From an optimization exercise on the open Yosys and OpenROAD flow, aimed at small area, a short achievable clock period and few clock cycles per item; shortcuts taken in it are not production practice.
Function was checked by simulation only, so behaviour that the tests miss may differ from the original.

File: flow/run.sh
#!/bin/bash
# synth_recipe.tcl (not shown) runs the flow's synth.tcl, then flattens the netlist and writes it again
# the make line also repeats each setting of config.mk as NAME=value (left out here)
make -C /OpenROAD-flow-scripts/flow DESIGN_CONFIG=/design/flow/config.mk WORK_HOME=/design/flow/orfs CLKGATE_MAP_FILE= SYNTH_SCRIPT=/design/flow/synth_recipe.tcl finish
File: flow/config.mk
export PLATFORM = sky130hd
export DESIGN_NAME = filet_enc
export DESIGN_NICKNAME = filet_enc
export VERILOG_FILES = /design/flow/design.v
export SDC_FILE = /design/flow/constraint.sdc
export NUM_CORES = 4
export LEC_CHECK = 0
export CAP_MARGIN = 20
export CORE_MARGIN = 2
export CORE_UTILIZATION = 40
export SLEW_MARGIN = 20
File: flow/constraint.sdc
create_clock -name core_clock -period 65.0 [get_ports {clk}]
set_input_delay 13.0000 -clock core_clock [delete_from_list [all_inputs] [get_ports {clk}]]
set_output_delay 13.0000 -clock core_clock [all_outputs]
set_load 0.01 [all_outputs]
File: flow/design.v
module filet_enc (
    input  wire        clk,
    input  wire        rst,           
    input  wire        in_valid,
    output reg         in_ready,
    input  wire [19:0] in_data,       
    input  wire        in_eos,        
    input  wire        in_eol,        
    input  wire [1:0]  cfg_depth,     
    input  wire [5:0]  cfg_e,         
    output reg         out_valid,
    input  wire        out_ready,
    output reg  [31:0] out_data,
    output reg         out_last
);
    localparam N    = 35;             
    localparam CAP  = 88;             
    integer i, k, i1, i2, i3, k1, k2;
    function [4:0] bits_of;
        input [1:0] d;
        bits_of = (d == 2'd0) ? 5'd10 : (d == 2'd1) ? 5'd12 : 5'd20;
    endfunction
    function ult12;
        input [11:0] a, b;
        reg lt, eq;
        integer q;
        begin
            lt = 1'b0; eq = 1'b1;
            for (q = 11; q >= 0; q = q - 1) begin
                lt = lt | (eq & ~a[q] & b[q]);
                eq = eq & ~(a[q] ^ b[q]);
            end
            ult12 = lt;
        end
    endfunction
    function slt10;
        input [9:0] a, b;
        slt10 = ult12({2'b0, ~a[9], a[8:0]}, {2'b0, ~b[9], b[8:0]});
    endfunction
    function [26:0] drows;
        input [19:0] aq;
        input [6:0]  r;
        input [6:0]  step;
        reg   [19:0] a;
        reg   [6:0]  rr;
        reg   [8:0]  df;
        integer n;
        begin
            a  = aq;
            rr = r;
            for (n = 0; n < 5; n = n + 1) begin
                df = {1'b0, rr, a[19]} - {2'b0, step};
                a  = {a[18:0], ~df[8]};
                rr = df[8] ? {rr[5:0], aq[19-n]} : df[6:0];
            end
            drows = {a, rr};
        end
    endfunction
    function [44:0] therm;
        input [5:0] n;
        integer t;
        begin
            for (t = 0; t < 45; t = t + 1)
                therm[t] = ult12(t, {6'd0, n});
        end
    endfunction
    function [8:0] qstep;
        input        sg;
        input [6:0]  R;
        input signed [7:0] dxp;
        input [5:0]  e;
        input        xlo, xhi;
        input [5:0]  x6, t6;
        reg signed [9:0] v, rr, rs, dxn, se, st, xx, tt;
        reg adj;
        reg signed [7:0] dxo;
        begin
            rr  = {3'd0, R};
            rs  = sg ? -rr : rr;
            v   = rs + dxp;
            se  = {4'd0, e};
            st  = {3'd0, e, 1'b1};
            xx  = {4'd0, x6};
            tt  = {4'd0, t6};
            adj = 1'b0;
            dxn = v;
            if (!sg && slt10(se, v)) begin
                adj = 1'b1; dxn = v - st;
            end
            if (sg && slt10(v, -se)) begin
                adj = 1'b1; dxn = v + st;
            end
            if (xlo && slt10(xx, dxn))
                dxo = xx[7:0];
            else if (xhi && slt10(dxn, -tt))
                dxo = -tt[7:0];
            else
                dxo = dxn[7:0];
            qstep = {adj, dxo};
        end
    endfunction
    reg         rst_q;                
    always @(posedge clk) rst_q <= rst;
    reg         in_rdy;
    wire        fire = in_valid & in_rdy & ~rst_q;
    reg  [5:0]  n_acc;                
    reg         sos_acc;              
    wire        last_in = in_eos | in_eol | (n_acc == 6'd31);
    wire [5:0]  n_acc_1 = n_acc + 6'd1;
    reg  [21:0] drum [0:N-1];         
    reg         synced;               
    reg  [5:0]  wcnt;                 
    reg  [5:0]  nval;                 
    reg  [5:0]  unp;                  
    wire [21:0] ex = drum[N-1];
    wire        ex_v = ex[21];
    reg  [5:0]  bf_e   [0:3];
    reg  [1:0]  bf_d   [0:3];
    reg         bf_sos [0:3];
    reg         bf_eol [0:3];
    reg  [4:0]  bf_k   [0:3];
    reg         bf_vb  [0:3];
    reg         bf_dec [0:3];
    reg  [2:0]  bf_wp;                
    reg  [1:0]  bf_dp;                
    reg  [2:0]  bf_rp;                
    reg  [2:0]  bf_fp;                
    reg         f0_v, f0_first, f0_last, f0_sos, f0_eol;
    reg  [19:0] f0_x;
    reg  [1:0]  f0_d;
    reg  [5:0]  f0_e;
    reg  [19:0] fx_prev;
    reg         fb_sos;               
    wire [4:0]  f0_b    = bits_of(f0_d);
    wire [20:0] f0_top  = (21'd1 << f0_b) - 21'd1;
    wire [19:0] f0_half = 20'd1 << (f0_b - 5'd1);
    wire [19:0] f0_base = f0_sos ? f0_half : fx_prev;
    wire [20:0] f0_D1   = {1'b0, f0_x} - {1'b0, f0_base};
    wire [19:0] f0_D2   = f0_base - f0_x;
    wire        f0_sg   = f0_D1[20];
    wire [19:0] f0_A    = f0_sg ? f0_D2 : f0_D1[19:0];
    wire [20:0] f0_tx   = f0_top - {1'b0, f0_x};
    reg         fv  [1:5];
    reg         ffi [1:5];
    reg         fla [1:5];
    reg         fso [1:5];
    reg         fsg [1:5];
    reg         fxl [1:5];            
    reg         fxh [1:5];            
    reg  [19:0] faq [1:5];
    reg  [6:0]  fr  [1:5];
    reg  [5:0]  fe  [1:5];
    reg  [1:0]  fd  [1:5];
    reg  [5:0]  fx6 [1:5];            
    reg  [26:0] fdiv [1:4];
    always @* begin
        for (i1 = 1; i1 <= 4; i1 = i1 + 1)
            fdiv[i1] = drows(faq[i1], fr[i1], {fe[i1], 1'b1});
    end
    reg  signed [7:0] fdxA, fdxB;     
    reg         fpend;                
    wire        dec_vb;               
    reg         dec_now;
    reg         vb_reg;
    wire        vsel = dec_now ? dec_vb : vb_reg;
    wire signed [7:0] f5_dxp = fpend ? (vsel ? fdxB : fdxA) : fdxA;
    wire        f5_new = ffi[5] & ~fso[5];    
    wire [8:0]  f5_resA = qstep(fsg[5], fr[5], (fso[5] & ffi[5]) ? 8'sd0 : f5_dxp,
                                fe[5], fxl[5], fxh[5], fx6[5], fx6[5]);
    wire [8:0]  f5_resB = qstep(fsg[5], fr[5], 8'sd0,
                                fe[5], fxl[5], fxh[5], fx6[5], fx6[5]);
    reg         f6_v, f6_first, f6_last, f6_sg, f6_new, f6_aA, f6_aB;
    reg  [19:0] f6_Q;
    reg  [1:0]  f6_d;
    wire [19:0] f6_Qp = f6_Q + 20'd1;
    wire [19:0] f6_Qm = f6_Q - 20'd1;
    wire [20:0] f6_u0 = f6_sg ? ((f6_Q == 20'd0) ? 21'd0 : {f6_Qm, 1'b1}) : {f6_Q, 1'b0};
    wire [20:0] f6_u1 = f6_sg ? {f6_Q, 1'b1} : {f6_Qp, 1'b0};
    wire        f6_a  = (f6_new & vsel) ? f6_aB : f6_aA;
    wire [20:0] f6_u  = f6_a ? f6_u1 : f6_u0;
    wire [4:0]  f6_b  = bits_of(f6_d);
    reg  [10:0] cost [0:20];
    reg  [5:0]  term [0:20];
    reg  [20:0] ush;
    reg  [5:0]  cst;
    always @* begin
        for (k1 = 0; k1 <= 20; k1 = k1 + 1) begin
            ush = f6_u >> k1;
            case (f6_d)
            2'd0:    cst = 1 + k1 - 10;
            2'd1:    cst = 1 + k1 - 12;
            default: cst = 1 + k1 - 20;
            endcase
            if ((ush[20:5] == 16'd0) && !(ush[4] & ush[3]))
                term[k1] = {1'b0, ush[4:0]} + cst;
            else
                term[k1] = 6'd25;
            if (!f6_v) term[k1] = 6'd0;
        end
    end
    reg  [10:0] mv [0:20];
    reg  [20:0] gt;
    always @* begin
        for (k2 = 0; k2 <= 20; k2 = k2 + 1) begin
            mv[k2] = {~cost[k2][10], cost[k2][9:0]};
            gt[k2] = ~cost[k2][10] & (|cost[k2][9:0]);
        end
    end
    assign dec_vb = &gt;
    reg  [10:0] t1v [0:10];  reg [4:0] t1i [0:10];
    reg  [10:0] t2v [0:5];   reg [4:0] t2i [0:5];
    reg  [10:0] t3v [0:2];   reg [4:0] t3i [0:2];
    reg  [10:0] t4v;         reg [4:0] t4i;
    reg  [4:0]  dec_k;
    always @* begin
        for (i3 = 0; i3 < 10; i3 = i3 + 1) begin
            if (ult12({1'b0,mv[2*i3+1]}, {1'b0,mv[2*i3]})) begin t1v[i3] = mv[2*i3+1]; t1i[i3] = 2*i3+1; end
            else                      begin t1v[i3] = mv[2*i3];   t1i[i3] = 2*i3;   end
        end
        t1v[10] = mv[20]; t1i[10] = 5'd20;
        for (i3 = 0; i3 < 5; i3 = i3 + 1) begin
            if (ult12({1'b0,t1v[2*i3+1]}, {1'b0,t1v[2*i3]})) begin t2v[i3] = t1v[2*i3+1]; t2i[i3] = t1i[2*i3+1]; end
            else                        begin t2v[i3] = t1v[2*i3];   t2i[i3] = t1i[2*i3];   end
        end
        t2v[5] = t1v[10]; t2i[5] = t1i[10];
        for (i3 = 0; i3 < 3; i3 = i3 + 1) begin
            if (ult12({1'b0,t2v[2*i3+1]}, {1'b0,t2v[2*i3]})) begin t3v[i3] = t2v[2*i3+1]; t3i[i3] = t2i[2*i3+1]; end
            else                        begin t3v[i3] = t2v[2*i3];   t3i[i3] = t2i[2*i3];   end
        end
        if (ult12({1'b0,t3v[1]}, {1'b0,t3v[0]})) begin t4v = t3v[1]; t4i = t3i[1]; end
        else                       begin t4v = t3v[0]; t4i = t3i[0]; end
        dec_k = ult12({1'b0,t3v[2]}, {1'b0,t4v}) ? t3i[2] : t4i;
    end
    reg         rd_first;             
    wire        adv;                  
    wire        bf_avail = (bf_rp != bf_wp);
    wire        consume = synced & ex_v & adv & (~rd_first | bf_avail);
    wire        mv_up = ~synced & ex_v & ~drum[0][21];
    reg  [19:0] bx_prev;
    wire [19:0] p0_x    = ex[19:0];
    wire [4:0]  p0_b    = bits_of(bf_d[bf_rp[1:0]]);
    wire [19:0] p0_half = 20'd1 << (p0_b - 5'd1);
    wire [19:0] p0_base = (rd_first & bf_sos[bf_rp[1:0]]) ? p0_half : bx_prev;
    wire [20:0] p0_D1   = {1'b0, p0_x} - {1'b0, p0_base};
    wire [19:0] p0_D2   = p0_base - p0_x;
    wire        p0_sg   = p0_D1[20];
    wire [19:0] p0_A    = p0_sg ? p0_D2 : p0_D1[19:0];
    reg         pv  [1:5];
    reg         pfi [1:5];
    reg         pla [1:5];
    reg         pso [1:5];
    reg         psg [1:5];
    reg  [1:0]  pix [1:5];
    reg  [19:0] px  [1:5];
    reg  [19:0] paq [1:5];
    reg  [6:0]  pr  [1:5];
    reg  [5:0]  pe  [1:5];
    reg  [1:0]  pd  [1:5];
    reg  [26:0] pdiv [1:4];
    always @* begin
        for (i2 = 1; i2 <= 4; i2 = i2 + 1)
            pdiv[i2] = drows(paq[i2], pr[i2], {bf_e[pix[i2]], 1'b1});
    end
    reg  signed [7:0] bdx;            
    reg         pv_reg;               
    reg         p6_v, p6_first, p6_last;
    reg  [1:0]  p6_i;
    reg  [19:0] p6_x;
    reg  [20:0] p6_u;
    wire [4:0]  p5_b   = bits_of(bf_d[pix[5]]);
    wire [20:0] p5_top = (21'd1 << p5_b) - 21'd1;
    wire [20:0] p5_tx  = p5_top - {1'b0, px[5]};
    wire        p6_vb  = bf_vb[p6_i];
    wire        prevvb = (p6_v & p6_last) ? p6_vb : pv_reg;
    wire        p5_rst = pfi[5] & (bf_sos[pix[5]] | prevvb);
    wire [8:0]  p5_res = qstep(psg[5], pr[5], p5_rst ? 8'sd0 : bdx, bf_e[pix[5]],
                               (px[5][19:6] == 14'd0), (p5_tx[20:6] == 15'd0),
                               px[5][5:0], p5_tx[5:0]);
    wire [19:0] p5_Q   = paq[5];
    wire [20:0] p5_M   = {1'b0, p5_Q} + {20'd0, p5_res[8]};
    wire [20:0] p5_u   = (p5_M == 21'd0) ? 21'd0 :
                         psg[5] ? ({p5_M[19:0], 1'b0} - 21'd1) : {p5_M[19:0], 1'b0};
    wire [4:0]  p6_k   = bf_k[p6_i];
    wire [4:0]  p6_b   = bits_of(bf_d[p6_i]);
    wire [20:0] p6_m   = p6_u >> p6_k;
    wire        p6_esc = (p6_m[20:5] != 16'd0) | (p6_m[4] & p6_m[3]);
    reg  [5:0]  p6_F, p6_ZF, p6_len;
    reg  [20:0] p6_val;
    always @* begin
        if (p6_vb) begin
            p6_F = {1'b0, p6_b}; p6_ZF = {1'b0, p6_b}; p6_len = {1'b0, p6_b};
            p6_val = {1'b0, p6_x};
        end else if (p6_esc) begin
            p6_F = {1'b0, p6_b} + 6'd1; p6_ZF = {1'b0, p6_b} + 6'd1;
            p6_len = {1'b0, p6_b} + 6'd25;
            p6_val = p6_u;
        end else begin
            p6_F = {1'b0, p6_k}; p6_ZF = {1'b0, p6_k} + 6'd1;
            p6_len = p6_m[5:0] + 6'd1 + {1'b0, p6_k};
            p6_val = p6_u;
        end
    end
    wire [44:0] p6_code = (therm(p6_len) & ~therm(p6_ZF)) |
                          ({24'd0, p6_val} & therm(p6_F));
    wire [10:0] p6_hdr = p6_vb ? 11'd31 : {bf_e[p6_i], p6_k};
    reg         p7_v, p7_hf, p7_eol;
    reg  [10:0] p7_hdr;
    reg  [44:0] p7_code;
    reg  [5:0]  p7_len;
    reg  [CAP-1:0] acc;
    reg  [6:0]  cnt;
    reg  [4:0]  lbits;                
    reg         pad_pend;
    reg         mark_v;               
    reg  [6:0]  mark;                 
    reg         sk_v, sk_last;
    reg  [31:0] sk_data;
    wire [4:0]  padn     = 5'd0 - lbits;
    wire [7:0]  padsum   = {1'b0, cnt} + {3'd0, padn};
    wire        do_pad   = pad_pend & ~mark_v & ~ult12(CAP, {4'd0, padsum});
    wire        ext      = (cnt[6] | cnt[5]) & ~(out_valid & sk_v) & ~do_pad;
    wire [6:0]  cnt_x    = ext ? cnt - 7'd32 : cnt;
    wire [CAP-1:0] word_sh = acc >> (cnt - 7'd32);
    wire        w_last   = mark_v & (cnt - 7'd32 == mark);
    wire [7:0]  need     = {1'b0, cnt_x} + (p7_hf ? 8'd11 : 8'd0) + {2'd0, p7_len};
    wire        pk_ok    = ~p7_v | (~pad_pend & ~ult12(CAP, {4'd0, need}));
    wire        dec_ok   = ~p6_v | bf_dec[p6_i];
    assign      adv      = pk_ok & dec_ok;
    wire        app      = p7_v & adv;
    wire [CAP-1:0] acc1 = (app & p7_hf) ? {acc[CAP-12:0], p7_hdr} : acc;
    wire [5:0]  sh      = app ? p7_len : (do_pad ? {1'b0, padn} : 6'd0);
    wire [CAP-1:0] acc2 = (acc1 << sh) | (app ? {{(CAP-45){1'b0}}, p7_code} : {CAP{1'b0}});
    wire [6:0]  added   = (app ? ((p7_hf ? 7'd11 : 7'd0) + {1'b0, p7_len}) : 7'd0) +
                          (do_pad ? {2'd0, padn} : 7'd0);
    wire [3:0]  bf_occ  = {1'b0, bf_wp - bf_fp} + {3'd0, f0_v & f0_last};
    wire        room0   = ~bf_occ[3] & ~bf_occ[2];
    wire        room1   = ~bf_occ[3] & ~bf_occ[2] & ~(bf_occ[1] & bf_occ[0]);
    wire        slot_ok = synced ? (~ex_v | consume)
                                 : ((unp == {5'd0, ex_v}) & (~ex_v | mv_up));
    wire [5:0]  nval_0  = nval - {5'd0, consume};
    wire [5:0]  nval_1  = nval_0 + 6'd1;
    wire [5:0]  nval_m  = nval - 6'd1;
    wire        rdy_nx  = slot_ok & (fire ? (~in_eol & (last_in ? room1 : room0)) : room0);
    always @(posedge clk) begin
        for (i = N-1; i >= 2; i = i - 1)
            drum[i] <= drum[i-1];
        drum[1] <= in_rdy ? {fire, last_in, in_data} : mv_up ? ex : drum[0];
        drum[0] <= {ex_v & ~consume & ~mv_up, ex[20:0]};
        f0_x     <= in_data;
        f0_d     <= cfg_depth;
        f0_e     <= cfg_e;
        f0_eol   <= in_eol;
        f0_first <= (n_acc == 6'd0);
        f0_last  <= last_in;
        f0_sos   <= sos_acc;
        faq[1] <= f0_A;
        fr[1]  <= 7'd0;
        fsg[1] <= f0_sg;
        fe[1]  <= f0_e; fd[1] <= f0_d;
        ffi[1] <= f0_first; fla[1] <= f0_last; fso[1] <= f0_sos;
        fxl[1] <= (f0_x[19:6] == 14'd0);
        fxh[1] <= (f0_tx[20:6] == 15'd0);
        fx6[1] <= (f0_tx[20:6] == 15'd0) ? f0_tx[5:0] : f0_x[5:0];
        if (f0_v) begin
            fx_prev <= f0_x;
            if (f0_first) fb_sos <= f0_sos;
        end
        for (i = 1; i <= 4; i = i + 1) begin
            faq[i+1] <= fdiv[i][26:7];
            fr[i+1]  <= fdiv[i][6:0];
            fsg[i+1] <= fsg[i];
            fe[i+1]  <= fe[i]; fd[i+1] <= fd[i];
            ffi[i+1] <= ffi[i]; fla[i+1] <= fla[i]; fso[i+1] <= fso[i];
            fxl[i+1] <= fxl[i]; fxh[i+1] <= fxh[i];
            fx6[i+1] <= fx6[i];
        end
        f6_Q     <= faq[5];
        f6_sg    <= fsg[5];
        f6_d     <= fd[5];
        f6_first <= ffi[5]; f6_last <= fla[5];
        f6_new   <= f5_new;
        f6_aA    <= f5_resA[8];
        f6_aB    <= f5_resB[8];
        if (fv[5]) begin
            fdxA  <= f5_resA[7:0];
            fdxB  <= f5_resB[7:0];
        end else if (fpend & dec_now) begin
            fdxA  <= dec_vb ? fdxB : fdxA;
        end
        for (k = 0; k <= 20; k = k + 1)
            cost[k] <= ((f6_v & f6_first) ? 11'd0 : cost[k]) + {{5{term[k][5]}}, term[k]};
        if (dec_now) vb_reg <= dec_vb;
        if (dec_now) begin
            bf_vb[bf_dp]  <= dec_vb;
            bf_k[bf_dp]   <= dec_k;
            bf_dec[bf_dp] <= 1'b1;
        end
        if (f0_v & f0_last) begin
            bf_e[bf_wp[1:0]]   <= f0_e;
            bf_d[bf_wp[1:0]]   <= f0_d;
            bf_sos[bf_wp[1:0]] <= f0_first ? f0_sos : fb_sos;
            bf_eol[bf_wp[1:0]] <= f0_eol;
            bf_dec[bf_wp[1:0]] <= 1'b0;
        end
        if (adv) begin
            paq[1] <= p0_A;
            pr[1]  <= 7'd0;
            psg[1] <= p0_sg;
            px[1]  <= p0_x;
            pfi[1] <= rd_first; pla[1] <= ex[20]; pix[1] <= bf_rp[1:0];
            if (consume) bx_prev <= p0_x;
            for (i = 1; i <= 4; i = i + 1) begin
                paq[i+1] <= pdiv[i][26:7];
                pr[i+1]  <= pdiv[i][6:0];
                psg[i+1] <= psg[i];
                px[i+1]  <= px[i];
                pfi[i+1] <= pfi[i]; pla[i+1] <= pla[i];
                pix[i+1] <= pix[i];
            end
            p6_first <= pfi[5]; p6_last <= pla[5]; p6_i <= pix[5];
            p6_x <= px[5];
            p6_u <= p5_u;
            if (pv[5]) bdx <= p5_res[7:0];
            if (p6_v & p6_last) pv_reg <= p6_vb;
            p7_hf   <= p6_first;
            p7_hdr  <= p6_hdr;
            p7_code <= p6_code;
            p7_len  <= p6_len;
            p7_eol  <= p6_last & bf_eol[p6_i];
        end
        acc <= acc2;
        if (ext) begin
            sk_data <= word_sh[31:0];
            sk_last <= w_last;
        end
        if (~out_valid | out_ready) begin
            out_data <= sk_v ? sk_data : word_sh[31:0];
            out_last <= sk_v ? sk_last : w_last;
        end
        if (rst | rst_q) begin
            out_valid <= 1'b0;
            sk_v      <= 1'b0;
        end else if (~out_valid | out_ready) begin
            out_valid <= sk_v | ext;
            sk_v      <= sk_v & ext;
        end else if (ext) begin
            sk_v      <= 1'b1;
        end
        if (rst)
            in_ready <= 1'b0;
        else if (rst_q)
            in_ready <= 1'b1;
        else
            in_ready <= rdy_nx;
        if (rst_q)
            in_rdy <= 1'b1;
        else
            in_rdy <= rdy_nx;
        if (rst_q) begin
            for (i = 0; i < N; i = i + 1)
                drum[i][21] <= 1'b0;
            n_acc     <= 6'd0;
            sos_acc   <= 1'b1;
            synced    <= 1'b1;
            wcnt      <= 6'd0;
            nval      <= 6'd0;
            unp       <= 6'd0;
            f0_v      <= 1'b0;
            for (i = 1; i <= 5; i = i + 1) fv[i] <= 1'b0;
            f6_v      <= 1'b0;
            fpend     <= 1'b0;
            dec_now   <= 1'b0;
            bf_wp <= 3'd0; bf_dp <= 2'd0; bf_rp <= 3'd0; bf_fp <= 3'd0;
            rd_first  <= 1'b1;
            for (i = 1; i <= 5; i = i + 1) pv[i] <= 1'b0;
            p6_v <= 1'b0; p7_v <= 1'b0;
            pv_reg    <= 1'b0;
            cnt       <= 7'd0;
            lbits     <= 5'd0;
            pad_pend  <= 1'b0;
            mark_v    <= 1'b0;
        end else begin
            n_acc   <= fire ? (last_in ? 6'd0 : n_acc_1) : n_acc;
            if (fire) sos_acc <= in_eos | in_eol;
            f0_v <= fire;
            fv[1] <= f0_v;
            for (i = 1; i <= 4; i = i + 1) fv[i+1] <= fv[i];
            f6_v <= fv[5];
            if (fv[5]) fpend <= f5_new;
            else if (fpend & dec_now) fpend <= 1'b0;
            dec_now <= f6_v & f6_last;
            nval <= fire ? nval_1 : nval_0;
            if (synced)
                unp <= fire ? nval : nval_m;
            else
                unp <= unp - {5'd0, ex_v};
            if (consume) begin
                rd_first <= ex[20];
                if (ex[20]) bf_rp <= bf_rp + 3'd1;
            end
            if (synced) begin
                if (ex_v & ~consume) begin
                    synced <= 1'b0;
                    wcnt   <= N - 1;
                end
            end else begin
                wcnt <= wcnt - 6'd1;
                if (wcnt == 6'd1) synced <= 1'b1;
            end
            if (f0_v & f0_last) bf_wp <= bf_wp + 3'd1;
            if (dec_now) bf_dp <= bf_dp + 2'd1;
            if (adv & p6_v & p6_last) bf_fp <= bf_fp + 3'd1;
            if (adv) begin
                pv[1] <= consume;
                for (i = 1; i <= 4; i = i + 1) pv[i+1] <= pv[i];
                p6_v <= pv[5];
                p7_v <= p6_v;
            end
            cnt   <= cnt_x + added;
            lbits <= lbits + added[4:0];
            if (app & p7_eol) pad_pend <= 1'b1;
            if (do_pad) begin
                pad_pend <= 1'b0;
                mark_v   <= 1'b1;
                mark     <= 7'd0;
                lbits    <= 5'd0;
            end else if (mark_v) begin
                if (ext & w_last) mark_v <= 1'b0;
                mark <= mark + added;
            end
        end
    end
endmodule
==> summary.txt, run 1 <==
outcome: timing/DRC/antenna clean
unrepaired setup endpoints after global routing: no
final instance area: 0.122 sq mm
CP Cell Sequence: clkdlybuf4s50_1
clock sinks: 2034
CP Launch Type: register
GPL Wtd Cong: 0.958
Final setup viols: 0
Fin Setup TNS: 0 ns
ys flop type: dfxtp_1
DP Cell Count: 14400
Top Registers: drum: 770 flops, cost: 231 flops
crit path DAT: 1.95 ns
slew margin rel.: 23.7%
WP buf/inv: 1
Max Slew Vio Count: 0
Starting Density: 40.2%
kind of critical path: register to primary output
die area: 0.279 sq mm
DR vias/cell: 5.43
DP Area: 0.115 sq mm
largest net degree at the start of global routing: 169
Critical Path RT: 52.00 ns
f_max: 66.9 MHz
routed len/inst: 19.2 microns
minimum clock period: 14.95 ns
Reg with most FFs: drum
WL final: 283000 microns
share of post-route cells with drive strength above 1: 8.05%
post-detailed-route count of antenna-violating nets: 0
non-filler instance count after layout: 14800
Tcrit/Tclk final: 23.0%
area grow syn2layout: 10.6%
total track usage: 19.8%
CTS tree: done
Post-CTS Hold Fix Bufs: 0
Syn Inst Count: 11000
Tightest Pin Transition: 1.14 ns
Max Cap Viol: 0
IO Count: 69
slowest library cell on the worst path: clkdlybuf4s50_1
synthesis warning total: 33
post-cts gate resize count: 0
hpwl dp: 216000 microns
max reg flops: 770
CTS Buffer Depth: 4
Horiz. Die Dim: 528 microns
clk slew on worst S/H paths: 0.06 ns
sequential fraction of the synthesis area: 42.2%
worst min-delay path class: register to register
total CTS buffers: 214
drt pass-1 iters: 6
worst-path fanout max: 1
CORE AREA: 0.273 sq mm
Critical Path End Type: primary output
grt ovf: 0
start point of the worst hold path: fd[4][0]
vias after detailed routing: 80100
DRC viols: 0
Synth Cell Area: 0.110 sq mm
Fin. Hold Viols: 0
Critical R2R Capture: pr[5][5]
DRT iter0 DRCs: 5597
Layout Skew: 0.124 ns
delay of the slowest cell on the worst path: 0.78 ns
hold slack: 0.280 ns
most frequent cells in the layout: dfxtp_1 (1463), nor2_1 (846), a21oi_1 (838)
port bufs: 68
first-pass GRT wire length: 445000 microns
DIE HEIGHT: 528 microns
FF+latch count, synth: 2034
cell family with most CP delay: buffers and inverters
Post-synth EDFFs: 565
reg-to-reg setup timing slack: 53.98 ns
hold path endpoint: fd[5][0]
FFs w/ async S/R, synth: 0%
post-CTS setup buffers: 0
most common cell after layout, fill and taps aside: dfxtp_1
vias in the first global route: 78700
Layout Nets: 11900
r2r worst-path depth: 48
Netlist cell types: 113
clock latency (worst-skew pair): 0.91 ns
clk root buf: clkbuf_16
initial antenna violation count: 4
row count: 192
H-Tree Depth: 4
average cell area after synthesis: 10.0 sq um
hold path cells: 0
[routing by layer]
layer	GRT usage [%]	share of wire, %	vias up
met2	32.6	46	2068
met5	0	0	-
met3	2.35	5.0	484
met4	6.25	3.2	0
li1	-	-	39200
met1	27.0	46	38400
[final cells by class]
type | instances | area, sq um
Timing Repair Buffer | 163 | 1430
Multi-Input combinational cell | 7799 | 59300
Tap cell | 3589 | 4490
Antenna cell | 4 | 10.0
Fill cell | 25600 | 152000
Clock inverter | 98 | 895
Clock buffer | 290 | 6060
Sequential cell | 2034 | 46400
Inverter | 784 | 2940
[stage by stage]
| stage | util (%) | setup WS (ns) |
|---|---|---|
| detailed placement | 41.9 | 49.69 |
| global placement | 41.9 | 49.72 |
| CTS | 44.4 | 49.96 |
| finish | 44.5 | 50.05 |
| global route | 44.5 | 50.02 |
| floorplan | - | 45.41 |
[cell families (layout without fill, tap and decap cells)]
logic type	Yosys count	count (layout)	synth area share (%)
adder cells (fa/ha/maj)	914	914	10.9
XOR/XNOR	755	755	6.02
multiplexers	994	994	11.0
other	1	14	0.00341
flip-flops	2034	2034	42.2
buffers and inverters	1171	1335	4.03
AND/OR/NAND/NOR	2654	2654	11.4
AO/OA/AOI/OAI	2472	2472	14.5
[cell usage after synthesis (18+ instances only)]
| cell type | count | area, sq um |
|---|---|---|
| o21bai_1 | 196 | 1470 |
| o2111ai_1 | 22 | 193 |
| o31ai_1 | 36 | 270 |
| inv_1 | 776 | 2910 |
| a211oi_1 | 96 | 721 |
| clkbuf_1 | 294 | 1100 |
| nor4_1 | 74 | 463 |
| fa_1 | 98 | 1960 |
| o21a_1 | 29 | 218 |
| mux4_2 | 155 | 3490 |
| a211o_1 | 19 | 166 |
| mux2_2 | 192 | 2160 |
| or2_2 | 23 | 144 |
| and2_1 | 217 | 1360 |
| nor2_1 | 849 | 3190 |
| mux2i_1 | 644 | 6450 |
| buf_1 | 73 | 274 |
| nand4_1 | 60 | 375 |
| edfxtp_1 | 565 | 17000 |
| maj3_1 | 80 | 801 |
| nor2b_1 | 150 | 938 |
| or3_1 | 27 | 169 |
| a21o_1 | 254 | 1910 |
| o21ai_0 | 438 | 2190 |
| and3_1 | 73 | 457 |
| dfxtp_1 | 1469 | 29400 |
| a31oi_1 | 54 | 338 |
| a21oi_1 | 845 | 4230 |
| nor3_1 | 112 | 561 |
| o21ai_1 | 19 | 95.1 |
| o221ai_1 | 24 | 210 |
| a22oi_1 | 27 | 203 |
| o22ai_1 | 63 | 394 |
| o211ai_1 | 61 | 458 |
| xor2_1 | 181 | 1590 |
| xnor2_1 | 574 | 5030 |
| ha_1 | 734 | 9180 |
| a22o_1 | 33 | 289 |
| a221oi_1 | 20 | 175 |
| a221o_1 | 18 | 180 |
| nand3_1 | 152 | 761 |
| or4_1 | 18 | 135 |
| nand2b_1 | 102 | 638 |
| nand2_1 | 724 | 2720 |
[worst max-delay path by stage]
stage / end / depth (start not counted) / startpoint / slack, ns
5_1_grt: in_ready / 1 / in_ready / 50.02
4_1_cts: in_ready / 1 / in_ready / 49.96
2_1_floorplan: mark[6] / 33 / cnt[1] / 45.41
3_3_place_gp: n_acc[5] / 6 / in_valid / 49.72
6_report: in_ready / 1 / in_ready / 50.05
3_5_place_dp: n_acc[5] / 6 / in_valid / 49.69
Testbench counts, summed over its fixed seeds: cycles 109,777, samples 109,175.
==> inputs of run 2 (changes only) <==
--- a/flow/design.v
+++ b/flow/design.v
@@ -305,6 +305,8 @@
     wire [10:0] p6_hdr = p6_vb ? 11'd31 : {bf_e[p6_i], p6_k};
-    reg         p7_v, p7_hf, p7_eol;
-    reg  [10:0] p7_hdr;
-    reg  [44:0] p7_code;
-    reg  [5:0]  p7_len;
+    wire        p7_v    = p6_v;
+    wire        p7_hf   = p6_first;
+    wire [10:0] p7_hdr  = p6_hdr;
+    wire [44:0] p7_code = p6_code;
+    wire [5:0]  p7_len  = p6_len;
+    wire        p7_eol  = p6_last & bf_eol[p6_i];
     reg  [CAP-1:0] acc;
@@ -325,3 +327,3 @@
     wire [7:0]  need     = {1'b0, cnt_x} + (p7_hf ? 8'd11 : 8'd0) + {2'd0, p7_len};
-    wire        pk_ok    = ~p7_v | (~pad_pend & ~ult12(CAP, {4'd0, need}));
+    wire        pk_ok    = ~p7_v | (bf_dec[p6_i] & ~pad_pend & ~ult12(CAP, {4'd0, need}));
     wire        dec_ok   = ~p6_v | bf_dec[p6_i];
@@ -424,7 +426,2 @@
             if (p6_v & p6_last) pv_reg <= p6_vb;
-            p7_hf   <= p6_first;
-            p7_hdr  <= p6_hdr;
-            p7_code <= p6_code;
-            p7_len  <= p6_len;
-            p7_eol  <= p6_last & bf_eol[p6_i];
         end
@@ -475,3 +472,3 @@
             for (i = 1; i <= 5; i = i + 1) pv[i] <= 1'b0;
-            p6_v <= 1'b0; p7_v <= 1'b0;
+            p6_v <= 1'b0;
             pv_reg    <= 1'b0;
@@ -516,3 +513,2 @@
                 p6_v <= pv[5];
-                p7_v <= p6_v;
             end
==> summary.txt, run 2 <==
Placement Setup Slack: 49.70 ns (+0.00580 ns)
Fin Setup TNS: 0 ns (unchanged)
DIE HEIGHT: 523 microns (-1.0%)
met3 wire length: 14500 microns (+1.5%)
CTS Buffer Depth: 4 (unchanged)
top-area cell type share of the netlist area: 27.3% (+0.54 points)
DR WL met2: 131000 microns (+0.71%)
hpwl dp: 214000 microns (-0.70%)
sequential fraction of the synthesis area: 41.3% (-0.92 points)
final instance area: 0.119 sq mm (-1.9%)
kind of critical path: register to primary output
H-Tree Depth: 4 (unchanged)
Max Slew Vio Count: 0 (unchanged)
Fillers: 25100 (-2.2%)
cell family with most CP delay: buffers and inverters
multi-input logic area: 0.0589 sq mm (-0.68%)
largest net degree at the start of global routing: 88 (-48%)
CTS tree: done
clock latency (worst-skew pair): 0.90 ns (about the same)
Top Metal Used: met5
post-cts gate resize count: 0 (unchanged)
row count: 190 (-1.0%)
CORE AREA: 0.268 sq mm (-2.0%)
GPL Wtd Cong: 0.950 (-0.79%)
routed len/inst: 19.3 microns (+0.59%)
Critical Path RT: 52.00 ns (about the same)
Post-synth EDFFs: 501 (-11%)
clock sinks: 1969 (-3.2%)
Horiz. Die Dim: 523 microns (-1.0%)
DP Area: 0.112 sq mm (-2.0%)
met1 WL: 128000 microns (-1.3%)
WP buf/inv: 1 (unchanged)
slew margin rel.: 23.3% (-0.40 points)
share of post-route cells with drive strength above 1: 8.67% (+0.62 points)
post-CTS setup buffers: 0 (unchanged)
Tightest Pin Transition: 1.15 ns (+0.00599 ns)
vias in the first global route: 78300 (-0.43%)
IO Count: 69 (unchanged)
Final Core Density: 44.5% (+0.065 points)
most frequent cell after synthesis: dfxtp_1
area grow syn2layout: 10.8%
FF+latch count, synth: 1969 (-3.2%)
Post-CTS Hold Fix Bufs: 0 (unchanged)
DP Cell Count: 14300 (-0.70%)
first-pass GRT wire length: 440000 microns (-1.0%)
f_max: 67.2 MHz (+0.46%)
final worst slack: 50.12 ns (+0.0680 ns)
non-filler instance count after layout: 14700 (-0.72%)
clk slew on worst S/H paths: 0.06 ns (about the same)
total CTS buffers: 210 (-1.9%)
Max Cap Viol: 0 (unchanged)
delay of the slowest cell on the worst path: 0.59 ns (-0.19 ns)
most common cell after layout, fill and taps aside: dfxtp_1
CP Cell Sequence: clkdlybuf4s50_1
top cells by count, synth: dfxtp_1 (1468), a21oi_1 (911), nor2_1 (852)
unrepaired setup endpoints after global routing: no
DR vias/cell: 5.44 (+0.27%)
WL final: 283000 microns (-0.14%)
crit path DAT: 1.88 ns (-0.07 ns)
minimum clock period: 14.88 ns (-0.0680 ns)
Tcrit/Tclk final: 22.9% (-0.10 points)
worst min-delay path class: register to register
die area: 0.273 sq mm (-2.0%)
Starting Density: 40.2% (about the same)
outcome: timing/DRC/antenna clean
synthesis warning total: 33 (unchanged)
Layout Nets: 11800 (-0.61%)
vias after detailed routing: 79800 (-0.46%)
drt pass-1 iters: 6 (unchanged)
total track usage: 20.1% (+0.29 points)
Final setup viols: 0 (unchanged)
max reg flops: 770 (unchanged)
Netlist cell types: 124 (+9.7%)
most frequent cells in the layout: dfxtp_1 (1462), a21oi_1 (904), nor2_1 (848)
average cell area after synthesis: 9.85 sq um (-1.4%)
initial antenna violation count: 10 (+6)
Layout Skew: 0.105 ns (-0.0181 ns)
slowest library cell on the worst path: clkdlybuf4s50_1
DRC viols: 0 (unchanged)
Top Registers: drum: 770 flops, cost: 231 flops
FFs w/ async S/R, synth: 0% (unchanged)
Syn Inst Count: 10900 (-0.62%)
Reg with most FFs: drum
cell taking the most area after synthesis: dfxtp_1
port bufs: 68 (unchanged)
clk root buf: clkbuf_16
DRT iter0 DRCs: 6072 (+8.5%)
Critical Path End Type: primary output
ys flop type: dfxtp_1
register area: 0.0445 sq mm (-4.2%)
Synth Cell Area: 0.108 sq mm (-2.0%)
synth top area cells: dfxtp_1 (27%), edfxtp_1 (14%), ha_1 (8.5%), mux2i_1 (5.8%), xnor2_1 (4.6%)
grt ovf: 0 (unchanged)
CP Launch Type: register
worst-path fanout max: 4 (+3)
Fin. Hold Viols: 0 (unchanged)
post-detailed-route count of antenna-violating nets: 0 (unchanged)
[run 2: changes by cell type after synthesis, sizes merged, moves of 19 or more]
| cell | delta |
|---|---|
| o22ai | +23 |
| mux2 | +26 |
| or3 | +22 |
| o21ai | +44 |
| and2 | -35 |
| a21o | -26 |
| nand3 | -31 |
| a22o | -19 |
| a21oi | +67 |
| a211oi | -27 |
| edfxtp | -64 |
[run 2: cells by family (layout without fill, tap and decap cells)]
| family | Yosys count | count (layout) | synth area share, % |
|---|---|---|---|
| AND/OR/NAND/NOR | 2641 | 2641 | 11.6 |
| flip-flops | 1969 | 1969 | 41.3 |
| other | 1 | 15 | 0.00348 |
| multiplexers | 1003 | 1003 | 11.4 |
| XOR/XNOR | 733 | 733 | 5.98 |
| AO/OA/AOI/OAI | 2490 | 2490 | 14.6 |
| buffers and inverters | 1188 | 1349 | 4.22 |
| adder cells (fa/ha/maj) | 902 | 902 | 11.0 |
[run 2: per-stage QoR]
step / hold WS, ns
after CTS: 0.253
after global routing: 0.254
after global placement: 0.310
final: 0.267
after floorplan: 0.310
after detailed placement: 0.312
[run 2: per-layer routing]
layer	global-route usage [%]	vias up
met1	27.0	38400
met5	0	-
met2	33.4	2104
met3	2.44	491
li1	-	38800
met4	6.72	2
[run 2: cell type report]
class	count	share of cell area [%]
Antenna cell	5	0.0105
Clock buffer	274	4.94
Clock inverter	109	0.963
Inverter	801	2.52
Multi-Input combinational cell	7779	49.4
Sequential cell	1969	37.3
Tap cell	3552	3.73
Timing Repair Buffer	165	1.18
[run 2: final timing paths]
check,slack (ns),to,from,cells past startpoint
worst max-delay path,50.12,out_valid,out_valid,1
worst min-delay path,0.27,drum[4][20],drum[3][20],0
worst max register to register,53.70,acc[67],register,34
worst min register to register,0.27,drum[4][20],drum[3][20],0
Testbench counts of run 2, summed over its fixed seeds: cycles 109,769, samples 109,175.
==> inputs of run 3 (changes only) <==
--- a/flow/config.mk
+++ b/flow/config.mk
@@ -10,2 +10,4 @@
 export CORE_UTILIZATION = 40
+export CTS_CLUSTER_DIAMETER = 107
+export CTS_CLUSTER_SIZE = 20
 export SLEW_MARGIN = 20
==> summary.txt, run 3 <==
outcome: timing/DRC/antenna clean
DIE HEIGHT: 523 microns (unchanged)
CP Cell Sequence: clkdlybuf4s50_1
r2r worst-path depth: 37 (+8.8%)
Netlist cell types: 124 (unchanged)
cell family with most CP delay: buffers and inverters
Layout Skew: 0.0963 ns (-0.00922 ns)
Fin. Hold Viols: 0 (unchanged)
CP Depth: 1 (unchanged)
max reg flops: 770 (unchanged)
most frequent cells in the layout: dfxtp_1 (1462), a21oi_1 (904), nor2_1 (848)
port bufs: 68 (unchanged)
total CTS buffers: 120 (-43%)
CP endpoint: out_valid
Critical R2R Capture: acc[36]
minimum clock period: 14.76 ns (-0.114 ns)
post-cts gate resize count: 0 (unchanged)
synth top area cells: dfxtp_1 (27%), edfxtp_1 (14%), ha_1 (8.5%), mux2i_1 (5.8%), xnor2_1 (4.6%)
first-pass GRT wire length: 436000 microns (-1.0%)
WL final: 280000 microns (-1.0%)
crit path DAT: 1.76 ns (-0.12 ns)
Tcrit/Tclk final: 22.7% (-0.18 points)
ys flop type: dfxtp_1
clk slew on worst S/H paths: 0.08 ns (+0.02 ns)
Max Cap Viol: 0 (unchanged)
Final setup viols: 0 (unchanged)
CP Launch Type: register
row count: 190 (unchanged)
CTS tree: done
Synth Cell Area: 0.108 sq mm (unchanged)
share of post-route cells with drive strength above 1: 7.08% (-1.6 points)
Reg with most FFs: drum
drt pass-1 iters: 9 (+3)
H-Tree Depth: 3 (-1)
hold slack: 0.279 ns (+0.0118 ns)
slowest library cell on the worst path: clkdlybuf4s50_1
vias in the first global route: 77400 (-1.1%)
largest net degree at the start of global routing: 88 (unchanged)
routed len/inst: 19.3 microns (+0.26%)
clock latency (worst-skew pair): 0.86 ns (-0.04 ns)
CTS Buffer Depth: 3 (-1)
reg-to-reg setup timing slack: 53.75 ns (+0.05 ns)
clock sinks: 1969 (unchanged)
f_max: 67.7 MHz (+0.77%)
die area: 0.273 sq mm (unchanged)
GPL Wtd Cong: 0.950 (unchanged)
Tightest Pin Transition: 1.15 ns (-0.00358 ns)
top cells by count, synth: dfxtp_1 (1468), a21oi_1 (911), nor2_1 (852)
most common cell after layout, fill and taps aside: dfxtp_1
average cell area after synthesis: 9.85 sq um (unchanged)
FF+latch count, synth: 1969 (unchanged)
crit path from: out_valid
Max Slew Vio Count: 0 (unchanged)
Post-CTS Hold Fix Bufs: 0 (unchanged)
post-CTS setup buffers: 0 (unchanged)
Layout Nets: 11700 (-0.76%)
Top Registers: drum: 770 flops, cost: 231 flops
Critical Path RT: 52.00 ns (about the same)
Syn Inst Count: 10900 (unchanged)
delay of the slowest cell on the worst path: 0.59 ns (about the same)
Critical Path End Type: primary output
grt ovf: 0 (unchanged)
area grow syn2layout: 7.76%
sequential fraction of the synthesis area: 41.3% (unchanged)
top-area cell type share of the netlist area: 27.3% (unchanged)
Horiz. Die Dim: 523 microns (unchanged)
slew margin rel.: 23.5% (+0.24 points)
hpwl dp: 214000 microns (unchanged)
kind of critical path: register to primary output
WP buf/inv: 1 (unchanged)
post-detailed-route count of antenna-violating nets: 0 (unchanged)
clk root buf: clkbuf_16
FFs w/ async S/R, synth: 0% (unchanged)
Starting Density: 40.2% (unchanged)
IO Count: 69 (unchanged)
Fillers: 25300 (+1.0%)
DRT iter0 DRCs: 5854 (-3.6%)
Post-synth EDFFs: 501 (unchanged)
DR vias/cell: 5.46 (+0.26%)
total track usage: 19.9% (-0.20 points)
vias after detailed routing: 79000 (-1.0%)
cell taking the most area after synthesis: dfxtp_1
worst-path fanout max: 4 (unchanged)
initial antenna violation count: 9 (-1)
Fin Setup TNS: 0 ns (unchanged)
unrepaired setup endpoints after global routing: no
CORE AREA: 0.268 sq mm (unchanged)
most frequent cell after synthesis: dfxtp_1
DRC viols: 0 (unchanged)
synthesis warning total: 33 (unchanged)
worst min-delay path class: register to register
[run 3: cell count changes in the layout (fill, tap and decap cells not counted), sizes merged]
cell,change
clkbuf,-105
clkinv,-44
bufinv,-16
clkinvlp,-12
inv,-7
diode,-2
[run 3: per-stage QoR]
step	instance area [sq um]	cells	utilization, %	setup WS, ns
3_5_place_dp	112000	14300	41.9	49.70
3_3_place_gp	112000	14300	41.9	49.70
6_report	116000	14500	43.3	50.24
4_1_cts	116000	14500	43.3	50.15
2_1_floorplan	108000	10900	-	48.65
5_1_grt	116000	14500	43.3	50.12
[run 3: cell families (layout without fill, tap and decap cells)]
| group | Yosys count | after routing | share of synthesized area, % |
|---|---|---|---|
| AOI/OAI and AO/OA | 2490 | 2490 | 14.6 |
| xor gates and xnor gates | 733 | 733 | 5.98 |
| adders and majority gates | 902 | 902 | 11.0 |
| buffers and inverters | 1188 | 1165 | 4.22 |
| DFF | 1969 | 1969 | 41.3 |
| muxes | 1003 | 1003 | 11.4 |
| other | 1 | 13 | 0.00348 |
| and+or+nand+nor | 2641 | 2641 | 11.6 |
[run 3: layout make-up]
type,count,area [sq um],share of cell area (%)
Multi-Input combinational cell,7779,58900,50.8
Inverter,801,3010,2.59
Clock inverter,30,542,0.467
Sequential cell,1969,44500,38.3
Clock buffer,169,3260,2.81
Timing Repair Buffer,165,1410,1.21
Antenna cell,3,7.51,0.00647
Tap cell,3552,4440,3.83
[run 3: routing by layer]
metal	up-vias	global-route usage, %	part of all wire (%)
li1	38500	-	-
met1	38100	26.9	46
met2	1929	33.3	47
met3	417	2.25	4.6
met4	4	6.07	3.1
met5	-	0	0.0071
[run 3: how the worst min path moves through the flow]
stage	end	slack, ns	startpoint	cells after the start
after floorplan	drum[10][0]	0.31	drum[9][0]	0
after global placement	drum[21][12]	0.31	drum[20][12]	0
after detailed placement	drum[10][7]	0.31	drum[9][7]	0
after CTS	drum[27][18]	0.27	drum[26][18]	0
after global routing	drum[27][18]	0.28	drum[26][18]	0
final	drum[27][18]	0.28	drum[26][18]	0
==> inputs of run 4 (changes only) <==
--- a/flow/config.mk
+++ b/flow/config.mk
@@ -11,3 +11,3 @@
 export CTS_CLUSTER_DIAMETER = 107
-export CTS_CLUSTER_SIZE = 20
+export CTS_CLUSTER_SIZE = 24
 export SLEW_MARGIN = 20
==> summary.txt, run 4 <==
DRT iter0 DRCs: 6029 (+3.0%)
DRC viols: 0 (unchanged)
clk root buf: clkbuf_16
Top Registers: drum: 770 flops, cost: 231 flops
synth top area cells: dfxtp_1 (27%), edfxtp_1 (14%), ha_1 (8.5%), mux2i_1 (5.8%), xnor2_1 (4.6%)
largest family of logic cells by synthesized area: compound AO/OA/AOI/OAI gates
average cell area after synthesis: 9.85 sq um (unchanged)
Synth Area in XOR/XNOR: 5.98% (unchanged)
worst min-delay path class: register to register
row count: 190 (unchanged)
crit path DAT: 1.84 ns (+0.08 ns)
cell family with most CP delay: buffers and inverters
sequential fraction of the synthesis area: 41.3% (unchanged)
met3 wire length: 13400 microns (+4.4%)
FF+latch count, synth: 1969 (unchanged)
largest net degree at the start of global routing: 88 (unchanged)
Starting Density: 40.2% (unchanged)
Syn Inst Count: 10900 (unchanged)
adder-cell share of the synthesized area: 11.0% (unchanged)
top-area cell type share of the netlist area: 27.3% (unchanged)
Tcrit/Tclk final: 22.8% (+0.12 points)
met1 WL: 128000 microns (-0.16%)
simple-gate share of the synthesized area: 11.6% (unchanged)
most frequent cell after synthesis: dfxtp_1
Layout Nets: 11700 (-0.14%)
start point of the worst hold path: fd[1][0]
kind of critical path: register to primary output
Max Slew Vio Count: 0 (unchanged)
FFs w/ async S/R, synth: 0% (unchanged)
hpwl dp: 214000 microns (unchanged)
die area: 0.273 sq mm (unchanged)
Fin Setup TNS: 0 ns (unchanged)
slew margin rel.: 23.4% (-0.14 points)
post-CTS setup buffers: 0 (unchanged)
Synth Cell Area: 0.108 sq mm (unchanged)
cell taking the most area after synthesis: dfxtp_1
slowest library cell on the worst path: clkdlybuf4s50_1
port bufs: 68 (unchanged)
CP Cell Sequence: clkdlybuf4s50_1
drt pass-1 iters: 6 (-3)
delay of the slowest cell on the worst path: 0.59 ns (about the same)
post-cts gate resize count: 0 (unchanged)
Synth Area in Compound Gates: 14.6% (unchanged)
Post-synth EDFFs: 501 (unchanged)
CTS tree: done
clock sinks: 1969 (unchanged)
total track usage: 19.8% (-0.049 points)
WL final: 279000 microns (-0.23%)
hold path cells: 0 (unchanged)
area grow syn2layout: 7.39%
f_max: 67.4 MHz (-0.51%)
clock latency (worst-skew pair): 0.84 ns (-0.02 ns)
top cells by count, synth: dfxtp_1 (1468), a21oi_1 (911), nor2_1 (852)
first-pass GRT wire length: 434000 microns (-0.31%)
Critical Path End Type: primary output
WP buf/inv: 1 (unchanged)
r2r worst-path depth: 34 (-8.1%)
minimum clock period: 14.84 ns (+0.0749 ns)
initial antenna violation count: 10 (+1)
hold slack: 0.272 ns (-0.00684 ns)
Layout Skew: 0.102 ns (+0.00555 ns)
most common cell after layout, fill and taps aside: dfxtp_1
routed len/inst: 19.3 microns (about the same)
CORE AREA: 0.268 sq mm (unchanged)
Fin. Hold Viols: 0 (unchanged)
max reg flops: 770 (unchanged)
Post-CTS Hold Fix Bufs: 0 (unchanged)
Fillers: 25300 (+0.10%)
ys flop type: dfxtp_1
grt ovf: 0 (unchanged)
most frequent cells in the layout: dfxtp_1 (1462), a21oi_1 (904), nor2_1 (848)
Top Metal Used: met5
Horiz. Die Dim: 523 microns (unchanged)
DIE HEIGHT: 523 microns (unchanged)
IO Count: 69 (unchanged)
Max Cap Viol: 0 (unchanged)
clk slew on worst S/H paths: 0.09 ns (about the same)
GPL Wtd Cong: 0.950 (unchanged)
Final Core Density: 43.2% (-0.15 points)
reg-to-reg setup timing slack: 53.66 ns (-0.09 ns)
Final setup viols: 0 (unchanged)
synthesis warning total: 33 (unchanged)
DR vias/cell: 5.46 (about the same)
Reg with most FFs: drum
CTS Buffer Depth: 3 (unchanged)
H-Tree Depth: 3 (unchanged)
CP Launch Type: register
hold path endpoint: fd[2][0]
share of post-route cells with drive strength above 1: 6.98% (-0.11 points)
multiplexer share of the synthesized area: 11.4% (unchanged)
vias after detailed routing: 78900 (-0.11%)
Netlist cell types: 124 (unchanged)
worst-path fanout max: 4 (unchanged)
vias in the first global route: 77200 (-0.32%)
DR WL met2: 130000 microns (-0.30%)
outcome: timing/DRC/antenna clean
Tightest Pin Transition: 1.15 ns (+0.00217 ns)
post-detailed-route count of antenna-violating nets: 0 (unchanged)
unrepaired setup endpoints after global routing: no
total CTS buffers: 104 (-13%)
Critical R2R Capture: acc[67]
Critical Path RT: 52.00 ns (about the same)
[run 4: cell counts after synthesis]
No cell type changed its count.
[run 4: area by class of cell]
cell class / instances / area, sq um / area share [%]
clock inverters: 34 / 607 / 0.525
inverters: 801 / 3010 / 2.60
repair buffers: 165 / 1410 / 1.22
well taps: 3552 / 4440 / 3.84
multi-input cells: 7779 / 58900 / 51.0
flip-flops and latches: 1969 / 44500 / 38.4
clock buffers: 143 / 2790 / 2.41
diodes: 4 / 10.0 / 0.00866
[run 4: layer usage]
layer	vias up	global-route usage (%)
met5	-	0
met4	2	6.11
met3	392	2.15
met2	1945	33.2
met1	38100	26.9
li1	38400	-
[run 4: through the flow]
| stage | worst slack (ns) | std cells | instance area (sq um) |
|---|---|---|---|
| floorplan | 48.65 | 10900 | 108000 |
| global placement | 49.70 | 14300 | 112000 |
| detailed placement | 49.70 | 14300 | 112000 |
| CTS | 50.08 | 14400 | 116000 |
| finish | 50.16 | 14400 | 116000 |
| global route | 50.06 | 14400 | 116000 |
[run 4: logic make-up (layout without fill, tap and decap cells)]
logic type               after synthesis  after routing
other                                  1             14
AO/OA/AOI/OAI                       2490           2490
buffers and inverters               1188           1143
flip-flops                          1969           1969
adder cells (fa/ha/maj)              902            902
multiplexers                        1003           1003
AND/OR/NAND/NOR                     2641           2641
XOR/XNOR                             733            733
[run 4: worst max-delay path by stage]
stage / endpoint / cells after the start / slack (ns) / startpoint
2_1_floorplan: bx_prev[0] / 30 / 48.65 / register
3_3_place_gp: unp[5] / 7 / 49.70 / in_valid
3_5_place_dp: unp[5] / 7 / 49.70 / in_valid
4_1_cts: out_valid / 1 / 50.08 / out_valid
5_1_grt: out_valid / 1 / 50.06 / out_valid
6_report: out_valid / 1 / 50.16 / out_valid
==> inputs of run 5 (changes only) <==
--- a/flow/config.mk
+++ b/flow/config.mk
@@ -11,3 +11,3 @@
 export CTS_CLUSTER_DIAMETER = 107
-export CTS_CLUSTER_SIZE = 24
+export CTS_CLUSTER_SIZE = 22
 export SLEW_MARGIN = 20
==> summary.txt, run 5 <==
routed len/inst: 19.3 microns (about the same)
FF+latch count, synth: 1969 (unchanged)
most common cell after layout, fill and taps aside: dfxtp_1
Post-CTS Hold Fix Bufs: 0 (unchanged)
largest net degree at the start of global routing: 88 (unchanged)
worst min-delay path class: register to register
Tcrit/Tclk final: 22.8% (-0.042 points)
CP Launch Type: register
CORE AREA: 0.268 sq mm (unchanged)
top cells by count, synth: dfxtp_1 (1468), a21oi_1 (911), nor2_1 (852)
port bufs: 68 (unchanged)
GPL Wtd Cong: 0.950 (unchanged)
most frequent cell after synthesis: dfxtp_1
DIE HEIGHT: 523 microns (unchanged)
clk slew on worst S/H paths: 0.09 ns (about the same)
first-pass GRT wire length: 435000 microns (about the same)
clk root buf: clkbuf_16
Layout Nets: 11700 (+0.077%)
CP Cell Sequence: clkdlybuf4s50_1
post-cts gate resize count: 0 (unchanged)
slew margin rel.: 23.7% (+0.35 points)
post-CTS setup buffers: 0 (unchanged)
area grow syn2layout: 7.64%
synth top area cells: dfxtp_1 (27%), edfxtp_1 (14%), ha_1 (8.5%), mux2i_1 (5.8%), xnor2_1 (4.6%)
share of post-route cells with drive strength above 1: 7.07% (+0.091 points)
Horiz. Die Dim: 523 microns (unchanged)
synthesis warning total: 33 (unchanged)
Critical Path End Type: primary output
Fin Setup TNS: 0 ns (unchanged)
most frequent cells in the layout: dfxtp_1 (1462), a21oi_1 (904), nor2_1 (848)
total track usage: 19.9% (about the same)
vias after detailed routing: 79000 (+0.11%)
cell family with most CP delay: buffers and inverters
max reg flops: 770 (unchanged)
drt pass-1 iters: 6 (unchanged)
H-Tree Depth: 3 (unchanged)
kind of critical path: register to primary output
outcome: timing/DRC/antenna clean
Post-synth EDFFs: 501 (unchanged)
IO Count: 69 (unchanged)
Layout Skew: 0.100 ns (-0.00174 ns)
Critical Path RT: 52.00 ns (about the same)
slowest library cell on the worst path: clkdlybuf4s50_1
Max Slew Vio Count: 0 (unchanged)
grt ovf: 0 (unchanged)
initial antenna violation count: 8 (-2)
unrepaired setup endpoints after global routing: no
FFs w/ async S/R, synth: 0% (unchanged)
crit path DAT: 1.81 ns (-0.03 ns)
Synth Cell Area: 0.108 sq mm (unchanged)
ys flop type: dfxtp_1
post-detailed-route count of antenna-violating nets: 0 (unchanged)
f_max: 67.5 MHz (+0.19%)
Fin. Hold Viols: 0 (unchanged)
delay of the slowest cell on the worst path: 0.59 ns (about the same)
WL final: 279000 microns (about the same)
row count: 190 (unchanged)
Final setup viols: 0 (unchanged)
sequential fraction of the synthesis area: 41.3% (unchanged)
DRT iter0 DRCs: 5795 (-3.9%)
Max Cap Viol: 0 (unchanged)
cell taking the most area after synthesis: dfxtp_1
start point of the worst hold path: drum[32][14]
clock sinks: 1969 (unchanged)
average cell area after synthesis: 9.85 sq um (unchanged)
Reg with most FFs: drum
CTS Buffer Depth: 3 (unchanged)
DR vias/cell: 5.46 (about the same)
total CTS buffers: 113 (+8.7%)
die area: 0.273 sq mm (unchanged)
Syn Inst Count: 10900 (unchanged)
WP buf/inv: 1 (unchanged)
Tightest Pin Transition: 1.14 ns (-0.00525 ns)
DRC viols: 0 (unchanged)
vias in the first global route: 77300 (+0.15%)
Starting Density: 40.2% (unchanged)
top-area cell type share of the netlist area: 27.3% (unchanged)
CTS tree: done
worst-path fanout max: 4 (unchanged)
crit path from: out_valid
hpwl dp: 214000 microns (unchanged)
clock latency (worst-skew pair): 0.85 ns (about the same)
minimum clock period: 14.81 ns (-0.0275 ns)
Netlist cell types: 124 (unchanged)
Top Registers: drum: 770 flops, cost: 231 flops
-- run 5: cell counts after synthesis --
No cell type changed its count.
-- run 5: logic make-up (layout without fill, tap and decap cells) --
logic type      count (synthesis)  after routing  share of synthesized area (%)
flops                        1969           1969                           41.3
buf+inv                      1188           1158                           4.22
fa+ha+maj                     902            902                           11.0
other cells                     1             15                        0.00348
compound gates               2490           2490                           14.6
simple gates                 2641           2641                           11.6
mux                          1003           1003                           11.4
xor+xnor                      733            733                           5.98
-- run 5: final cells by class --
type                            count  area [sq um]
Timing Repair Buffer              165          1410
Multi-Input combinational cell   7779         58900
Tap cell                         3552          4440
Antenna cell                        5          12.5
Clock buffer                      156          3050
Inverter                          801          3010
Clock inverter                     36           611
Sequential cell                  1969         44500
Fill cell                       25300        152000
-- run 5: routing by layer --
layer | part of all wire, % | vias up | track usage (%)
li1 | - | 38500 | -
met1 | 46 | 38100 | 26.8
met2 | 46 | 1974 | 33.2
met3 | 4.8 | 416 | 2.22
met4 | 3.2 | 4 | 6.10
met5 | 0.0072 | - | 0
-- run 5: final timing paths --
path                  endpoint  slack, ns  cells past startpoint
setup / recovery     out_valid      50.19                      1
hold / removal    drum[33][14]       0.26                      0
setup reg to reg       acc[67]      53.66                     34
hold reg to reg   drum[33][14]       0.26                      0
-- run 5: stage by stage --
step           util, %  area (sq um)  hold WS [ns]  setup WS (ns)  instances
6_report          43.3        116000         0.263          50.19      14500
3_3_place_gp      41.9        112000         0.310          49.70      14300
2_1_floorplan        -        108000         0.310          48.65      10900
4_1_cts           43.3        116000         0.265          50.11      14500
5_1_grt           43.3        116000         0.278          50.07      14500
3_5_place_dp      41.9        112000         0.312          49.70      14300
==> inputs of run 6 (changes only) <==
--- a/flow/config.mk
+++ b/flow/config.mk
@@ -9,5 +9,6 @@
 export CORE_MARGIN = 2
-export CORE_UTILIZATION = 40
+export CORE_UTILIZATION = 60
 export CTS_CLUSTER_DIAMETER = 107
-export CTS_CLUSTER_SIZE = 22
+export CTS_CLUSTER_SIZE = 20
+export PLACE_DENSITY = 0.7
 export SLEW_MARGIN = 20
==> summary.txt, run 6 <==
clock latency (worst-skew pair): 0.85 ns (about the same)
port bufs: 68 (unchanged)
Synth Cell Area: 0.108 sq mm (unchanged)
DR vias/cell: 6.04 (+11%)
CP Depth: 1 (unchanged)
row count: 155 (-18%)
ys flop type: dfxtp_1
first-pass GRT wire length: 438000 microns (+0.69%)
multiplexer share of the synthesized area: 11.4% (unchanged)
CP Cell Sequence: clkdlybuf4s50_1
simple-gate share of the synthesized area: 11.6% (unchanged)
synthesis warning total: 33 (unchanged)
Fin. Hold Viols: 0 (unchanged)
clock sinks: 1969 (unchanged)
vias in the first global route: 77400 (+0.17%)
hpwl dp: 216000 microns (+0.75%)
hold path cells: 0 (unchanged)
CTS Buffer Depth: 3 (unchanged)
FFs w/ async S/R, synth: 0% (unchanged)
FF+latch count, synth: 1969 (unchanged)
share of post-route cells with drive strength above 1: 6.97% (-0.095 points)
initial antenna violation count: 9 (+1)
Tightest Pin Transition: 1.14 ns (-0.00252 ns)
DRT iter0 DRCs: 6373 (+10%)
largest net degree at the start of global routing: 85 (-3.4%)
largest family of logic cells by synthesized area: compound AO/OA/AOI/OAI gates
met3 Usage GRT: 4.60% (+2.4 points)
DIE HEIGHT: 428 microns (-18%)
delay of the slowest cell on the worst path: 0.60 ns (about the same)
reg-to-reg setup timing slack: 52.86 ns (-0.80 ns)
grt ovf: 0 (unchanged)
CORE AREA: 0.178 sq mm (-33%)
die area: 0.183 sq mm (-33%)
GPL Wtd Cong: 0.978 (+3.0%)
drt pass-1 iters: 7 (+1)
GRT busiest layer: met2
top-area cell type share of the netlist area: 27.3% (unchanged)
Final setup viols: 0 (unchanged)
Fin Setup TNS: 0 ns (unchanged)
unrepaired setup endpoints after global routing: no
most frequent cells in the layout: dfxtp_1 (1462), a21oi_1 (903), nor2_1 (848)
Critical Path RT: 52.00 ns (about the same)
average cell area after synthesis: 9.85 sq um (unchanged)
DRC viols: 0 (unchanged)
worst-path fanout max: 1 (-3)
CTS tree: done
Syn Inst Count: 10900 (unchanged)
Synth Area in XOR/XNOR: 5.98% (unchanged)
total track usage: 30.4% (+11 points)
post-cts gate resize count: 0 (unchanged)
r2r worst-path depth: 36 (+5.9%)
clk root buf: clkbuf_16
Post-CTS Hold Fix Bufs: 0 (unchanged)
worst min-delay path class: register to register
Top Registers: drum: 770 flops, cost: 231 flops
synth top area cells: dfxtp_1 (27%), edfxtp_1 (14%), ha_1 (8.5%), mux2i_1 (5.8%), xnor2_1 (4.6%)
slowest library cell on the worst path: clkdlybuf4s50_1
post-detailed-route count of antenna-violating nets: 0 (unchanged)
IO Count: 69 (unchanged)
cell family with most CP delay: buffers and inverters
sequential fraction of the synthesis area: 41.3% (unchanged)
area grow syn2layout: 5.98%
Reg with most FFs: drum
routed len/inst: 21.4 microns (+11%)
Synth Area in Compound Gates: 14.6% (unchanged)
CP Launch Type: register
top cells by count, synth: dfxtp_1 (1468), a21oi_1 (911), nor2_1 (852)
crit path from: in_ready
Starting Density: 60.4% (+20 points)
Max Cap Viol: 0 (unchanged)
vias after detailed routing: 80000 (+1.4%)
crit path DAT: 1.93 ns (+0.12 ns)
Layout Skew: 0.125 ns (+0.0253 ns)
post-CTS setup buffers: 0 (unchanged)
adder-cell share of the synthesized area: 11.0% (unchanged)
met1 global-route usage: 41.1% (+14 points)
WL final: 284000 microns (+1.7%)
Horiz. Die Dim: 428 microns (-18%)
Layout Nets: 11700 (-0.0086%)
f_max: 67.0 MHz (-0.80%)
clk slew on worst S/H paths: 0.09 ns (about the same)
kind of critical path: register to primary output
total CTS buffers: 112 (-0.88%)
Critical R2R Capture: acc[33]
met2 usage: 50.0% (+17 points)
most common cell after layout, fill and taps aside: dfxtp_1
max reg flops: 770 (unchanged)
Fillers: 14600 (-42%)
Post-synth EDFFs: 501 (unchanged)
WP buf/inv: 1 (unchanged)
Critical Path End Type: primary output
cell taking the most area after synthesis: dfxtp_1
CP endpoint: in_ready
minimum clock period: 14.93 ns (+0.120 ns)
H-Tree Depth: 3 (unchanged)
outcome: timing/DRC/antenna clean
Tcrit/Tclk final: 23.0% (+0.18 points)
Netlist cell types: 124 (unchanged)
most frequent cell after synthesis: dfxtp_1
Final Core Density: 64.0% (+21 points)
Max Slew Vio Count: 0 (unchanged)
slew margin rel.: 23.9% (+0.17 points)
-- run 6: final cells by class --
class	count	area, sq um	area share (%)
flip-flops and latches	1969	44500	38.9
inverters	801	3010	2.63
multi-input cells	7779	58900	51.6
well taps	2355	2950	2.58
diodes	4	10.0	0.00877
repair buffers	165	1410	1.23
clock buffers	162	3010	2.64
clock inverters	21	345	0.303
-- run 6: how the worst min path moves through the flow --
stage / end / from
after floorplan: drum[10][0] / drum[9][0]
after global placement: drum[31][8] / drum[30][8]
after detailed placement: drum[13][2] / drum[12][2]
after CTS: drum[17][11] / drum[16][11]
after global routing: drum[28][10] / drum[27][10]
final: drum[32][2] / drum[31][2]
-- run 6: cell families (layout without fill, tap and decap cells) --
| logic type | after synthesis | in the layout |
|---|---|---|
| AND/OR/NAND/NOR | 2641 | 2641 |
| AO/OA/AOI/OAI | 2490 | 2490 |
| flip-flops | 1969 | 1969 |
| buffers and inverters | 1188 | 1149 |
| multiplexers | 1003 | 1003 |
| adder cells (fa/ha/maj) | 902 | 902 |
| XOR/XNOR | 733 | 733 |
| other | 1 | 14 |
-- run 6: stage by stage --
stage / cells / area [sq um] / setup WS [ns] / hold slack (ns)
detailed placement: 13100 / 111000 / 49.57 / 0.312
global route: 13300 / 114000 / 50.03 / 0.287
floorplan: 10900 / 108000 / 48.65 / 0.310
CTS: 13300 / 114000 / 49.99 / 0.279
global placement: 13100 / 111000 / 49.58 / 0.310
finish: 13300 / 114000 / 50.07 / 0.280
-- run 6: metal layers --
layer  vias up  part of all wire (%)
met5         -                0.0042
met4         2                   3.6
met3       497                   6.2
met2      2437                    46
met1     38700                    44
li1      38400                     -

==> static timing again, ports no longer ideal <==
The results above use ideal ports. As a check the final layouts listed here were re-extracted and re-timed, cells and wires unchanged. Step 1: set_driving_cell puts a clkbuf_16 on clk and a buf_2 on each other input, an assumption about the parent block. Step 2, shift: input delay + t, output delay - t, t = (earliest + latest rising clock arrival at the registers) / 2. This alone moves slack from input paths to output paths. a / b / c = ideal ports / drivers / drivers and shift; a / b = the first two.
run	t, ns	setup slack, ns	worst setup path at the end	pins driven straight from the clock port
run 1	0.934	50.053 / 49.963 / 49.492	input to register	1
run 2	0.952	50.121 / 50.029 / 49.668	input to register	1
run 3	0.900	50.235 / 50.145 / 49.726	input to register	1
run 4	0.886	50.160 / 50.069 / 49.729	input to register	1
run 5	0.895	50.188 / 50.097 / 49.723	input to register	1
run 6	0.871	50.068 / 49.984 / 49.537	input to register	1
After both steps setup and hold are still met in every run listed. For run 1, which loses most, drivers alone change the setup slack by -0.090 ns; drivers and shift together by -0.561 ns.
